This is an optimization exercise on Yosys and OpenROAD, whose aim is small area, a short achievable clock period and few clock cycles per item, not a production implementation. Function was checked by simulation only, so behaviour that the tests miss may differ from the original.

## chord_mac
module chord_mac (
    input  wire        clk,
    input  wire        rst,
    input  wire        in_valid,
    output wire        in_ready,
    input  wire [2:0]  in_op,
    input  wire        in_x,
    input  wire [31:0] in_a,
    input  wire [31:0] in_b,
    input  wire        in_frac,
    input  wire        in_wrap,
    input  wire        in_rnd,
    input  wire [1:0]  in_form,
    input  wire [6:0]  in_sh7,
    output reg         out_valid,
    output reg  [71:0] out_data,
    output reg         out_flag
);
    localparam [2:0] OP_MPY  = 3'd0;
    localparam [2:0] OP_MAC  = 3'd1;
    localparam [2:0] OP_MSU  = 3'd2;
    localparam [2:0] OP_CLRX = 3'd3;
    localparam [2:0] OP_LDX  = 3'd4;
    localparam [2:0] OP_EXT  = 3'd5;
    assign in_ready = 1'b1;
    genvar gi;
    wire i_msu = (in_op == OP_MSU);
    wire i_ldx = (in_op == OP_LDX);
    reg        v0, x0, mpy0, mac0, msu0, ext0, clr0, ldx0;
    reg        frac0, wrap0, rnd0, spec0;
    reg [1:0]  form0;
    reg [6:0]  sh0;
    reg [32:0] ma0;                  
    reg [15:0] one0, two0, neg0;     
    always @(posedge clk) begin
        v0    <= in_valid & ~rst;
        x0    <= in_x;
        mpy0  <= (in_op == OP_MPY);
        mac0  <= (in_op == OP_MAC);
  ...
==> flow/config.mk <==
export PLATFORM = sky130hd
export DESIGN_NAME = chord_mac
export DESIGN_NICKNAME = chord_mac
export VERILOG_FILES = /design/flow/design.v
export SDC_FILE = /design/flow/constraint.sdc
export NUM_CORES = 4
export LEC_CHECK = 0
export CAP_MARGIN = 20
export CORE_MARGIN = 2
export CORE_UTILIZATION = 40
export SLEW_MARGIN = 20
==> flow/constraint.sdc <==
create_clock -name core_clock -period 22.0 [get_ports {clk}]
set_input_delay 4.4000 -clock core_clock [delete_from_list [all_inputs] [get_ports {clk}]]
set_output_delay 4.4000 -clock core_clock [all_outputs]
set_load 0.01 [all_outputs]
standard.sh (not shown) runs the stock make flow with config.mk's settings and CLKGATE_MAP_FILE= SYNTH_SCRIPT=/design/flow/synth_recipe.tcl, a recipe that flattens the netlist after the stock synthesis.
==> flow/flow/run.sh <==
#!/bin/bash
# The standard ORFS layout with two changes to how it is built:
#  - the port buffers are plain buffers (buf_2) instead of the delay cell
#    buffer_ports picks by default;
#  - the repair steps (floorplan, CTS, global route) aim at a larger setup
#    slack than the 22 ns clock needs, so they size and buffer the critical
#    paths instead of stopping at the constraint.
# The SDC, clock period and all other settings are the standard flow's.
set -euo pipefail
bash standard.sh SETUP_SLACK_MARGIN=17 "BUFFER_PORTS_ARGS=-buffer_cell sky130_fd_sc_hd__buf_2" finish > standard_flow.log 2>&1
Testbench counts at the start, summed over its fixed seeds: cycles 24,048, items 24,000.
==> next run, changes <==
==> flow/run.sh (new file) <==
#!/bin/bash
# synth_recipe.tcl (not shown) runs the flow's synth.tcl, then flattens the netlist and writes it again
# the make line also repeats each setting of config.mk as NAME=value (left out here)
make -C /OpenROAD-flow-scripts/flow DESIGN_CONFIG=/design/flow/config.mk WORK_HOME=/design/flow/orfs CLKGATE_MAP_FILE= SYNTH_SCRIPT=/design/flow/synth_recipe.tcl finish
removed: flow/flow/run.sh
removed: flow/standard.sh
Effect: The changed run finished clean. Via count goes up slightly. Non-clock buffer count goes down by 2. Wire length goes up slightly. First-iteration DRC count goes down by a little under a tenth. Global-route usage goes up by 0.49 points.


chord_mac, a different RTL version from the one above (not shown whole).
For scale: ~160 I/O pins, about 57000 µm² of cells after synthesis.
Settings: LEC_CHECK=0, CAP_MARGIN=20, CORE_MARGIN=2, CORE_UTILIZATION=40, CTS_CLUSTER_DIAMETER=100, CTS_CLUSTER_SIZE=24, SLEW_MARGIN=20; clock period 22.0 ns.
==> flow/flow/run.sh <==
#!/bin/bash
set -euo pipefail
VARS=(SETUP_SLACK_MARGIN=16.5 "BUFFER_PORTS_ARGS=-buffer_cell sky130_fd_sc_hd__buf_2")
R="$PWD/orfs/results/${FLOW_PLATFORM:-sky130hd}/chord_mac/base"
bash standard.sh "${VARS[@]}" synth > synth.log 2>&1
cp "$R/1_2_yosys.v" "$R/1_2_yosys.std.v"
python3 flow/fixpol.py "$R/1_2_yosys.v" > fixpol.log 2>&1
sleep 1
touch "$R/1_2_yosys.v"
bash standard.sh "${VARS[@]}" finish > standard_flow.log 2>&1
Other scripts of this flow, unchanged in this note and not shown: flow/flow/fixpol.py
Testbench counts at the start, summed over its fixed seeds: cycles 24,040, items 24,000.
Rerun with:
--- a/flow/flow/run.sh
+++ b/flow/flow/run.sh
@@ -2,3 +2,3 @@
 set -euo pipefail
-VARS=(SETUP_SLACK_MARGIN=16.5 "BUFFER_PORTS_ARGS=-buffer_cell sky130_fd_sc_hd__buf_2")
+VARS=(SETUP_SLACK_MARGIN=16.7 "BUFFER_PORTS_ARGS=-buffer_cell sky130_fd_sc_hd__buf_2")
 R="$PWD/orfs/results/${FLOW_PLATFORM:-sky130hd}/chord_mac/base"
=>
- The new run finished clean
- sequential share of layout area hardly moves
- via count falls by 0.66%
- setup slack hardly moves
- hold slack stays flat
- cell area rises by 0.39%
- wire length falls by 1.3%
- final cell count is unchanged


chord_mac, a different RTL version from the one above (not shown whole).
For scale: ~6700 cells after synthesis, about 660 flip-flops, roughly 160 I/O pins.
==> flow/config.mk <==
export PLATFORM = sky130hd
export DESIGN_NAME = chord_mac
export DESIGN_NICKNAME = chord_mac
export VERILOG_FILES = /design/flow/design.v
export SDC_FILE = /design/flow/constraint.sdc
export NUM_CORES = 4
export LEC_CHECK = 0
export CAP_MARGIN = 20
export CORE_MARGIN = 2
export CORE_UTILIZATION = 40
export CTS_CLUSTER_DIAMETER = 100
export CTS_CLUSTER_SIZE = 24
export SLEW_MARGIN = 20
==> flow/constraint.sdc <==
create_clock -name core_clock -period 22.0 [get_ports {clk}]
set_input_delay 4.4000 -clock core_clock [delete_from_list [all_inputs] [get_ports {clk}]]
set_output_delay 4.4000 -clock core_clock [all_outputs]
set_load 0.01 [all_outputs]
==> flow/flow/run.sh <==
#!/bin/bash
set -euo pipefail
bash standard.sh SETUP_SLACK_MARGIN=16.5 "BUFFER_PORTS_ARGS=-buffer_cell sky130_fd_sc_hd__buf_2" finish > standard_flow.log 2>&1
Testbench counts at the start, summed over its fixed seeds: cycles 24,040, items 24,000.
Change:
==> flow/run.sh (new file) <==
#!/bin/bash
# synth_recipe.tcl (not shown) runs the flow's synth.tcl, then flattens the netlist and writes it again
# the make line also repeats each setting of config.mk as NAME=value (left out here)
make -C /OpenROAD-flow-scripts/flow DESIGN_CONFIG=/design/flow/config.mk WORK_HOME=/design/flow/orfs CLKGATE_MAP_FILE= SYNTH_SCRIPT=/design/flow/synth_recipe.tcl finish
removed: flow/flow/run.sh
removed: flow/standard.sh
Outcome: Routed wire length goes up slightly. Final area goes up slightly. Fmax goes down by roughly a tenth. Sequential cell count does not change. Area after synthesis does not change. Utilization goes up by 0.25 points. Critical path depth goes up by 4. First-iteration DRC count goes up by a few percent. Synthesized cell count does not change.


Setup of lagoon:
chord_mac, a different RTL version from the one above (not shown whole).
Size in the first run: about 5,700 cells after synthesis, about 0.054 mm^2 of cells after synthesis.
==> flow/config.mk <==
export PLATFORM = sky130hd
export DESIGN_NAME = chord_mac
export DESIGN_NICKNAME = chord_mac
export VERILOG_FILES = /design/flow/design.v
export SDC_FILE = /design/flow/constraint.sdc
export NUM_CORES = 4
export LEC_CHECK = 0
export CAP_MARGIN = 20
export CORE_MARGIN = 2
export CORE_UTILIZATION = 45
export CTS_CLUSTER_DIAMETER = 100
export CTS_CLUSTER_SIZE = 24
export SLEW_MARGIN = 20
==> flow/constraint.sdc <==
create_clock -name core_clock -period 22.0 [get_ports {clk}]
set_input_delay 4.4000 -clock core_clock [delete_from_list [all_inputs] [get_ports {clk}]]
set_output_delay 4.4000 -clock core_clock [all_outputs]
set_load 0.01 [all_outputs]
==> flow/flow/run.sh <==
#!/bin/bash
set -euo pipefail
VARS=(SETUP_SLACK_MARGIN=16.5 "BUFFER_PORTS_ARGS=-buffer_cell sky130_fd_sc_hd__buf_2")
R="$PWD/orfs/results/${FLOW_PLATFORM:-sky130hd}/chord_mac/base"
bash standard.sh "${VARS[@]}" synth > synth.log 2>&1
cp "$R/1_2_yosys.v" "$R/1_2_yosys.std.v"
python3 flow/fixpol.py "$R/1_2_yosys.v" > fixpol.log 2>&1
sleep 1
touch "$R/1_2_yosys.v"
bash standard.sh "${VARS[@]}" finish > standard_flow.log 2>&1
Other scripts of this flow, unchanged in this note and not shown: flow/flow/fixpol.py
lagoon: PASS, flow complete, no timing, DRC or antenna violations
Testbench counts of lagoon, summed over its fixed seeds: cycles 24,040, items 24,000.
#### Input delta (garnet over lagoon)
diff --git a/flow/config.mk b/flow/config.mk
--- a/flow/config.mk
+++ b/flow/config.mk
@@ -8,5 +8,5 @@
 export CAP_MARGIN = 20
 export CORE_MARGIN = 2
-export CORE_UTILIZATION = 45
+export CORE_UTILIZATION = 40
 export CTS_CLUSTER_DIAMETER = 100
 export CTS_CLUSTER_SIZE = 24
### Flow results
Compared with lagoon, garnet shows a higher post-detailed-placement cell area.
As far as post-route setup TNS goes, garnet and lagoon are indistinguishable; the numbers are identical.
From lagoon to garnet the numbers moved as follows: worst slack at placement lower.
[compare] base=lagoon new=garnet: setup slack now smaller, routing usage on met1 decreased 3.5 points, worst hold slack about even.
The critical path endpoint comes out out_data[62] in one run and out_flag in the other, namely in garnet and lagoon respectively.


chord_mac with an RTL version that a note above also has.
Size: ~160 I/O pins.
## chord_mac
module chord_mac (
    input  wire        clk,
    input  wire        rst,
    input  wire        in_valid,
    output wire        in_ready,
    input  wire [2:0]  in_op,
    input  wire        in_x,
    input  wire [31:0] in_a,
    input  wire [31:0] in_b,
    input  wire        in_frac,
    input  wire        in_wrap,
    input  wire        in_rnd,
    input  wire [1:0]  in_form,
    input  wire [6:0]  in_sh7,
    output reg         out_valid,
    output reg  [71:0] out_data,
    output reg         out_flag
);
export LEC_CHECK = 0
export CAP_MARGIN = 20
export CORE_MARGIN = 2
export CORE_UTILIZATION = 55
export CTS_CLUSTER_DIAMETER = 100
export CTS_CLUSTER_SIZE = 24
export SLEW_MARGIN = 20
create_clock -name core_clock -period 22.0 [get_ports {clk}]
==> flow/flow/run.sh <==
#!/bin/bash
set -euo pipefail
bash standard.sh SETUP_SLACK_MARGIN=16.5 "BUFFER_PORTS_ARGS=-buffer_cell sky130_fd_sc_hd__buf_2" finish > standard_flow.log 2>&1
Testbench counts at the start, summed over its fixed seeds: cycles 24,040, items 24,000.
Rerun with:
Settings changed: CAP_MARGIN 20 to 5, CORE_UTILIZATION 55 to 40, SLEW_MARGIN 20 to 5.
Synthesized area stays the same.
Worst setup slack hardly moves.
Die area rises by about 37%.
Critical path depth does not change.
Via count barely changes.
Rerun with:
Settings changed: CAP_MARGIN 5 to 0, SLEW_MARGIN 5 to 0.
Effect: Design area stays the same; routed wire length is unchanged; count of clock-buffer cells in the layout stays the same; cell count stays the same; maximum frequency stays the same; setup slack stays the same; global-route usage is unchanged; area after synthesis stays the same; via count is unchanged.

-- separate check: timing with driven ports --
No port has a modelled driver above. Below, the same layouts with a new extraction and two added sets of constraints.
Step 1 sets driving cells, clkbuf_16 on the clock port and buf_2 on the other inputs (assumed; they add their load-dependent delay and slew).
Step 2 also shifts input and output timing later by t, the mid clock arrival at the registers, as if the neighbouring blocks saw the same clock.
a / b / c = ideal / step 1 / step 2; a / b = the first two.
| run | shift t [ns] | setup WS [ns] | worst setup path at the end | clock arrival spread, ns | worst slew at a driven data input, ns |
|---|---|---|---|---|---|
| the first run of note 1 | 0.789 | 16.390 / 16.305 / 16.425 | input to register | 0.067 / 0.067 | 0.05 |
| the second run of note 1 | 0.782 | 15.994 / 15.913 / 15.782 | input to register | 0.030 / 0.029 | 0.05 |
| the first run of note 2 | 0.724 | 16.450 / 16.378 / 15.932 | input to register | 0.056 / 0.057 | 0.10 |
| the second run of note 2 | 0.713 | 16.450 / 16.369 / 16.156 | input to register | 0.085 / 0.085 | 0.06 |
| the first run of note 3 | 0.728 | 16.462 / 16.381 / 15.942 | input to register | 0.066 / 0.067 | 0.05 |
| the second run of note 3 | 0.720 | 15.719 / 15.720 / 15.053 | input to register | 0.054 / 0.053 | 0.04 |
| lagoon | 0.704 | 16.486 / 16.415 / 15.918 | input to register | 0.034 / 0.035 | 0.06 |
| garnet | 0.723 | 16.481 / 16.411 / 16.000 | input to register | 0.060 / 0.060 | 0.05 |
| the first run of note 5 | 0.699 | 16.508 / 16.434 / 15.946 | input to register | 0.032 / 0.032 | 0.05 |
| the second run of note 5 | 0.699 | 16.506 / 16.428 / 15.873 | input to register | 0.059 / 0.058 | 0.05 |
| the third run of note 5 | 0.699 | 16.506 / 16.428 / 15.873 | input to register | 0.059 / 0.058 | 0.05 |
After both steps setup and hold are still met in every run listed. The setup slack of the second run of note 3, which loses most, moves by +0.001 ns with the drivers and by -0.666 ns with both steps.
